What follows belongs to an exercise in optimizing a design on an open flow for small area and a short achievable clock period; a production flow would make more cautious choices.
Where RTL was checked, it was by simulation tests only, not by an equivalence proof against the original.

==> flow/design.v (excerpt) <==
module scr_curve_thr (
    input             clk,
    input             rst,
    input             in_valid,
    input      [11:0] g,           
    input      [95:0] curve,       
    input      [55:0] thr,         
    input      [2:0]  nbnd,        
    input             off,         
    output reg        out_valid,
    output reg [11:0] v,
    output reg [2:0]  level
);
    wire [11:0] pa, pb, su;
    wire        dec, m0;
    scr_pick u_pick (.g(g), .curve(curve), .pa(pa), .pb(pb), .s(su), .dec(dec), .m0(m0));
    reg        s_valid;
    reg [11:0] s_pa, s_pb, s_s;
    reg        s_dec, s_m0;
    reg [55:0] s_thr;
    reg [2:0]  s_nbnd;
    reg        s_off;
    always @(posedge clk) begin
        if (rst) s_valid <= 1'b0;
        else     s_valid <= in_valid;
        s_pa   <= pa;
        s_pb   <= pb;
        s_s    <= su;
        s_dec  <= dec;
        s_m0   <= m0;
        s_thr  <= thr;
        s_nbnd <= nbnd;
        s_off  <= off;
    end
    reg  [11:0] w;
    integer i;
    always @(*)
        for (i = 0; i < 12; i = i + 1)
            w[i] = s_s[i] ^ (~s_dec & ((s_s & ((12'd1 << i) - 12'd1)) == ((12'd1 << i) - 12'd1)))
                 ^ s_m0;
    wire pp0_0 = ~(w[0] ? s_pb[0] : s_pa[0]);
    wire pp0_1 = ~(w[0] ? s_pb[1] : s_pa[1]);
    wire pp0_2 = ~(w[0] ? s_pb[2] : s_pa[2]);
    wire pp0_3 = ~(w[0] ? s_pb[3] : s_pa[3]);
  ...
Size in the first run: ~980 cells after synthesis, ~120 flip-flops, about 190 I/O pins, about 10,000 um2 of cells after synthesis.
==> module scr_pick, before the edit <==
module scr_pick (
    input      [11:0] g,
    input      [95:0] curve,
    output     [11:0] pa,
    output     [11:0] pb,
    output     [11:0] s,
    output            dec,
    output            m0
);
    wire [2:0]  g3 = g[11:9];
    reg  [2:0]  b0, b1;
    reg         x0, x1;
    integer k, i;
    always @(*) begin
        for (k = 0; k < 3; k = k + 1) begin
            x0 = 1'b0;
            x1 = 1'b1;
            for (i = 0; i < 3; i = i + 1) begin
                x0 = (~g[3 * k + i] & g3[i]) | ((~g[3 * k + i] | g3[i]) & x0);
                x1 = (~g[3 * k + i] & g3[i]) | ((~g[3 * k + i] | g3[i]) & x1);
            end
            b0[k] = x0;
            b1[k] = x1;
        end
    end
    wire        l1 = b0[0] ? b1[1] : b0[1];
    wire        lt = l1 ? b1[2] : b0[2];
    assign      dec = lt | (&g);                   
    reg  [3:0]  ea0, ea1, ob0, ob1;                
    always @(*) begin
        case (g3)
            3'd0:    begin ea0 = 4'b0001; ea1 = 4'b0001; ob0 = 4'b0001; ob1 = 4'b0001; end
            3'd1:    begin ea0 = 4'b0010; ea1 = 4'b0001; ob0 = 4'b0001; ob1 = 4'b0001; end
            3'd2:    begin ea0 = 4'b0010; ea1 = 4'b0010; ob0 = 4'b0010; ob1 = 4'b0001; end
            3'd3:    begin ea0 = 4'b0100; ea1 = 4'b0010; ob0 = 4'b0010; ob1 = 4'b0010; end
            3'd4:    begin ea0 = 4'b0100; ea1 = 4'b0100; ob0 = 4'b0100; ob1 = 4'b0010; end
            3'd5:    begin ea0 = 4'b1000; ea1 = 4'b0100; ob0 = 4'b0100; ob1 = 4'b0100; end
            3'd6:    begin ea0 = 4'b1000; ea1 = 4'b1000; ob0 = 4'b1000; ob1 = 4'b0100; end
            default: begin ea0 = 4'b1000; ea1 = 4'b1000; ob0 = 4'b1000; ob1 = 4'b1000; end
        endcase
    end
    wire [3:0]  ea = lt ? ea1 : ea0;
    wire [3:0]  ob = lt ? ob1 : ob0;
    scr_sel4 u_sela (.sel(ea), .p0(curve[11:0]),  .p1(curve[35:24]), .p2(curve[59:48]), .p3(curve[83:72]), .y(pa));
    scr_sel4 u_selb (.sel(ob), .p0(curve[23:12]), .p1(curve[47:36]), .p2(curve[71:60]), .p3(curve[95:84]), .y(pb));
    scr_rot u_rot (.g(g), .s(s));
    assign m0 = g[9] ^ dec;
endmodule
export LEC_CHECK = 0
export ABC_CLOCK_PERIOD_IN_PS = 40000
export CAP_MARGIN = 20
export CORE_MARGIN = 2
export CORE_UTILIZATION = 40
export CTS_BUF_LIST = sky130_fd_sc_hd__clkbuf_8
export GPL_TIMING_DRIVEN = 0
export PLACE_DENSITY = 0.6
export SLEW_MARGIN = 20
export SYNTH_HIERARCHICAL = 1
export SYNTH_MINIMUM_KEEP_SIZE = 0
create_clock -name core_clock -period 70.0 [get_ports {clk}]
standard.sh (not shown) runs the stock make flow with config.mk's settings and CLKGATE_MAP_FILE= SYNTH_SCRIPT=/design/flow/synth_recipe.tcl, a recipe that flattens the netlist after the stock synthesis.
==> flow/flow/run.sh <==
#!/bin/bash
# The standard layout (standard.sh), with each port buffered by a
# sky130_fd_sc_hd__buf_2 instead of the cell buffer_ports picks by default.
# make's full output goes to standard.log; ORFS writes each step's log under
# orfs/logs/.
set -euo pipefail
export BUFFER_PORTS_ARGS="-buffer_cell sky130_fd_sc_hd__buf_2"
bash standard.sh > standard.log 2>&1
Edit:
--- a/flow/design.v
+++ b/flow/design.v
@@ -523,25 +523,11 @@
     output            dec,
     output            m0
 );
     wire [2:0]  g3 = g[11:9];
-    reg  [2:0]  b0, b1;
-    reg         x0, x1;
-    integer k, i;
-    always @(*) begin
-        for (k = 0; k < 3; k = k + 1) begin
-            x0 = 1'b0;
-            x1 = 1'b1;
-            for (i = 0; i < 3; i = i + 1) begin
-                x0 = (~g[3 * k + i] & g3[i]) | ((~g[3 * k + i] | g3[i]) & x0);
-                x1 = (~g[3 * k + i] & g3[i]) | ((~g[3 * k + i] | g3[i]) & x1);
-            end
-            b0[k] = x0;
-            b1[k] = x1;
-        end
-    end
-    wire        l1 = b0[0] ? b1[1] : b0[1];
-    wire        lt = l1 ? b1[2] : b0[2];
+    wire        lt;
+    scr_lt u_lt (.g(g), .lt(lt));
+    integer i;
     assign      dec = lt | (&g);                   
     reg  [3:0]  ea0, ea1, ob0, ob1;                
     always @(*) begin
         case (g3)
@@ -561,8 +547,31 @@
     scr_sel4 u_selb (.sel(ob), .p0(curve[23:12]), .p1(curve[47:36]), .p2(curve[71:60]), .p3(curve[95:84]), .y(pb));
     scr_rot u_rot (.g(g), .s(s));
     assign m0 = g[9] ^ dec;
 endmodule
+module scr_lt (
+    input      [11:0] g,
+    output            lt
+);
+    wire [2:0]  g3 = g[11:9];
+    reg  [2:0]  b0, b1;
+    reg         x0, x1;
+    integer k, i;
+    always @(*) begin
+        for (k = 0; k < 3; k = k + 1) begin
+            x0 = 1'b0;
+            x1 = 1'b1;
+            for (i = 0; i < 3; i = i + 1) begin
+                x0 = (~g[3 * k + i] & g3[i]) | ((~g[3 * k + i] | g3[i]) & x0);
+                x1 = (~g[3 * k + i] & g3[i]) | ((~g[3 * k + i] | g3[i]) & x1);
+            end
+            b0[k] = x0;
+            b1[k] = x1;
+        end
+    end
+    wire        l1 = b0[0] ? b1[1] : b0[1];
+    assign      lt = l1 ? b1[2] : b0[2];
+endmodule
 module scr_sel4 (
     input      [3:0]  sel,
     input      [11:0] p0,
     input      [11:0] p1,
Outcome:
- count of clock-buffer cells in the layout shrinks by 2
- worst setup slack improved by 110 ps
- global-route usage shrinks by 0.32 points
- die area shrinks slightly
- via count shrinks by a few percent
- synthesized area shrinks slightly
The RTL of the second run of this note was laid out without a check of its function.

scr_curve_thr, a different RTL version from the one above (not shown whole).
For scale: ~940 cells after synthesis, roughly 190 I/O pins, ~10000 sq um of cells after synthesis.
==> module scr_pick, before the edit <==
module scr_pick (
    input      [11:0] g,
    input      [95:0] curve,
    output     [11:0] pa,
    output     [11:0] pb,
    output     [11:0] s,
    output            dec,
    output            m0
);
    wire [2:0]  g3 = g[11:9];
    wire        lt;
    scr_lt u_lt (.g(g), .lt(lt));
    integer i;
    assign      dec = lt | (&g);                   
    wire [3:0]  hh = 4'b0001 << g[11:10];          
    wire        pa1 = g[9] & ~(g[11] & g[10]);     
    wire [3:0]  hd = {hh[2:0], 1'b0};              
    wire [3:0]  hu = {1'b0, hh[3:1]};              
    wire [3:0]  ea = lt ? hh : (pa1 ? hd : hh);
    wire [3:0]  ob = lt ? (g[9] ? hh : hu) : hh;
    scr_sel4 u_sela (.sel(ea), .p0(curve[11:0]),  .p1(curve[35:24]), .p2(curve[59:48]), .p3(curve[83:72]), .y(pa));
    scr_sel4 u_selb (.sel(ob), .p0(curve[23:12]), .p1(curve[47:36]), .p2(curve[71:60]), .p3(curve[95:84]), .y(pb));
    scr_rot u_rot (.g(g), .s(s));
    assign m0 = g[9] ^ dec;
endmodule
==> flow/config.mk <==
export PLATFORM = sky130hd
export DESIGN_NAME = scr_curve_thr
export DESIGN_NICKNAME = scr_curve_thr
export VERILOG_FILES = /design/flow/design.v
export SDC_FILE = /design/flow/constraint.sdc
export NUM_CORES = 4
export LEC_CHECK = 0
export ABC_CLOCK_PERIOD_IN_PS = 40000
export CAP_MARGIN = 20
export CORE_MARGIN = 2
export CORE_UTILIZATION = 40
export CTS_BUF_LIST = sky130_fd_sc_hd__clkbuf_8
export GPL_TIMING_DRIVEN = 0
export PLACE_DENSITY = 0.6
export SLEW_MARGIN = 20
export SYNTH_HIERARCHICAL = 1
export SYNTH_MINIMUM_KEEP_SIZE = 0
==> flow/constraint.sdc <==
create_clock -name core_clock -period 70.0 [get_ports {clk}]
set_input_delay 14.0000 -clock core_clock [delete_from_list [all_inputs] [get_ports {clk}]]
set_output_delay 14.0000 -clock core_clock [all_outputs]
set_load 0.01 [all_outputs]
Scripts as last shown in full above: flow/flow/run.sh
Edit:
--- a/flow/design.v
+++ b/flow/design.v
@@ -556,18 +556,27 @@
 );
     wire [2:0]  g3 = g[11:9];
     wire        lt;
     scr_lt u_lt (.g(g), .lt(lt));
     integer i;
     assign      dec = lt | (&g);                   
-    wire [3:0]  hh = 4'b0001 << g[11:10];          
-    wire        pa1 = g[9] & ~(g[11] & g[10]);     
-    wire [3:0]  hd = {hh[2:0], 1'b0};              
-    wire [3:0]  hu = {1'b0, hh[3:1]};              
-    wire [3:0]  ea = lt ? hh : (pa1 ? hd : hh);
-    wire [3:0]  ob = lt ? (g[9] ? hh : hu) : hh;
+    reg  [3:0]  ea0, ea1, ob0, ob1;                
+    always @(*) begin
+        case (g3)
+            3'd0:    begin ea0 = 4'b0001; ea1 = 4'b0001; ob0 = 4'b0001; ob1 = 4'b0001; end
+            3'd1:    begin ea0 = 4'b0010; ea1 = 4'b0001; ob0 = 4'b0001; ob1 = 4'b0001; end
+            3'd2:    begin ea0 = 4'b0010; ea1 = 4'b0010; ob0 = 4'b0010; ob1 = 4'b0001; end
+            3'd3:    begin ea0 = 4'b0100; ea1 = 4'b0010; ob0 = 4'b0010; ob1 = 4'b0010; end
+            3'd4:    begin ea0 = 4'b0100; ea1 = 4'b0100; ob0 = 4'b0100; ob1 = 4'b0010; end
+            3'd5:    begin ea0 = 4'b1000; ea1 = 4'b0100; ob0 = 4'b0100; ob1 = 4'b0100; end
+            3'd6:    begin ea0 = 4'b1000; ea1 = 4'b1000; ob0 = 4'b1000; ob1 = 4'b0100; end
+            default: begin ea0 = 4'b1000; ea1 = 4'b1000; ob0 = 4'b1000; ob1 = 4'b1000; end
+        endcase
+    end
+    wire [3:0]  ea = lt ? ea1 : ea0;
+    wire [3:0]  ob = lt ? ob1 : ob0;
     scr_sel4 u_sela (.sel(ea), .p0(curve[11:0]),  .p1(curve[35:24]), .p2(curve[59:48]), .p3(curve[83:72]), .y(pa));
     scr_sel4 u_selb (.sel(ob), .p0(curve[23:12]), .p1(curve[47:36]), .p2(curve[71:60]), .p3(curve[95:84]), .y(pb));
     scr_rot u_rot (.g(g), .s(s));
     assign m0 = g[9] ^ dec;
 endmodule
 module scr_lt (
Result: Wire length increases by 1.7%; non-clock buffer count decreases by 2; setup slack improves by 0.061 ns; via count increases by 1.4%; final area increases by 1.9%; cell count is about the same; global-route usage decreases by 0.50 points; area after synthesis increases by 1.3%; clock-buffer cell count increases by 1; clock skew decreases by 0.0048 ns; register-to-register slack degrades by 0.11 ns.

## afterwards: timing with drivers on the ports
The flow's constraints put no driver on any port. The routed layouts listed below were extracted and timed again, unchanged, in two steps.
Step 1, drivers: a clkbuf_16 drives clk and a buf_2 each remaining input, both assumed.
Step 2 times the ports against the registers' clock, not the clock port: input delays grow and output delays shrink by t, the midpoint of the rising clock arrivals with the driver on.
Three values: ideal ports, drivers, drivers and shift; two values: the first two.
| run | shift t [ns] | slack for setup (ns) | hold WS [ns] |
|---|---|---|---|
| the first run of note 1 | 0.489 | 54.108 / 54.121 / 53.631 | 0.457 / 0.457 / 0.457 |
| the second run of note 1 | 0.491 | 54.219 / 54.243 / 53.751 | 0.444 / 0.444 / 0.444 |
| the first run of note 2 | 0.482 | 54.192 / 54.214 / 53.731 | 0.445 / 0.445 / 0.445 |
| the second run of note 2 | 0.488 | 54.253 / 54.275 / 53.786 | 0.440 / 0.440 / 0.440 |
After both steps every run listed still meets setup and hold. For the first run of note 1, which loses most, drivers alone change the setup slack by +0.013 ns; drivers and shift together by -0.477 ns.
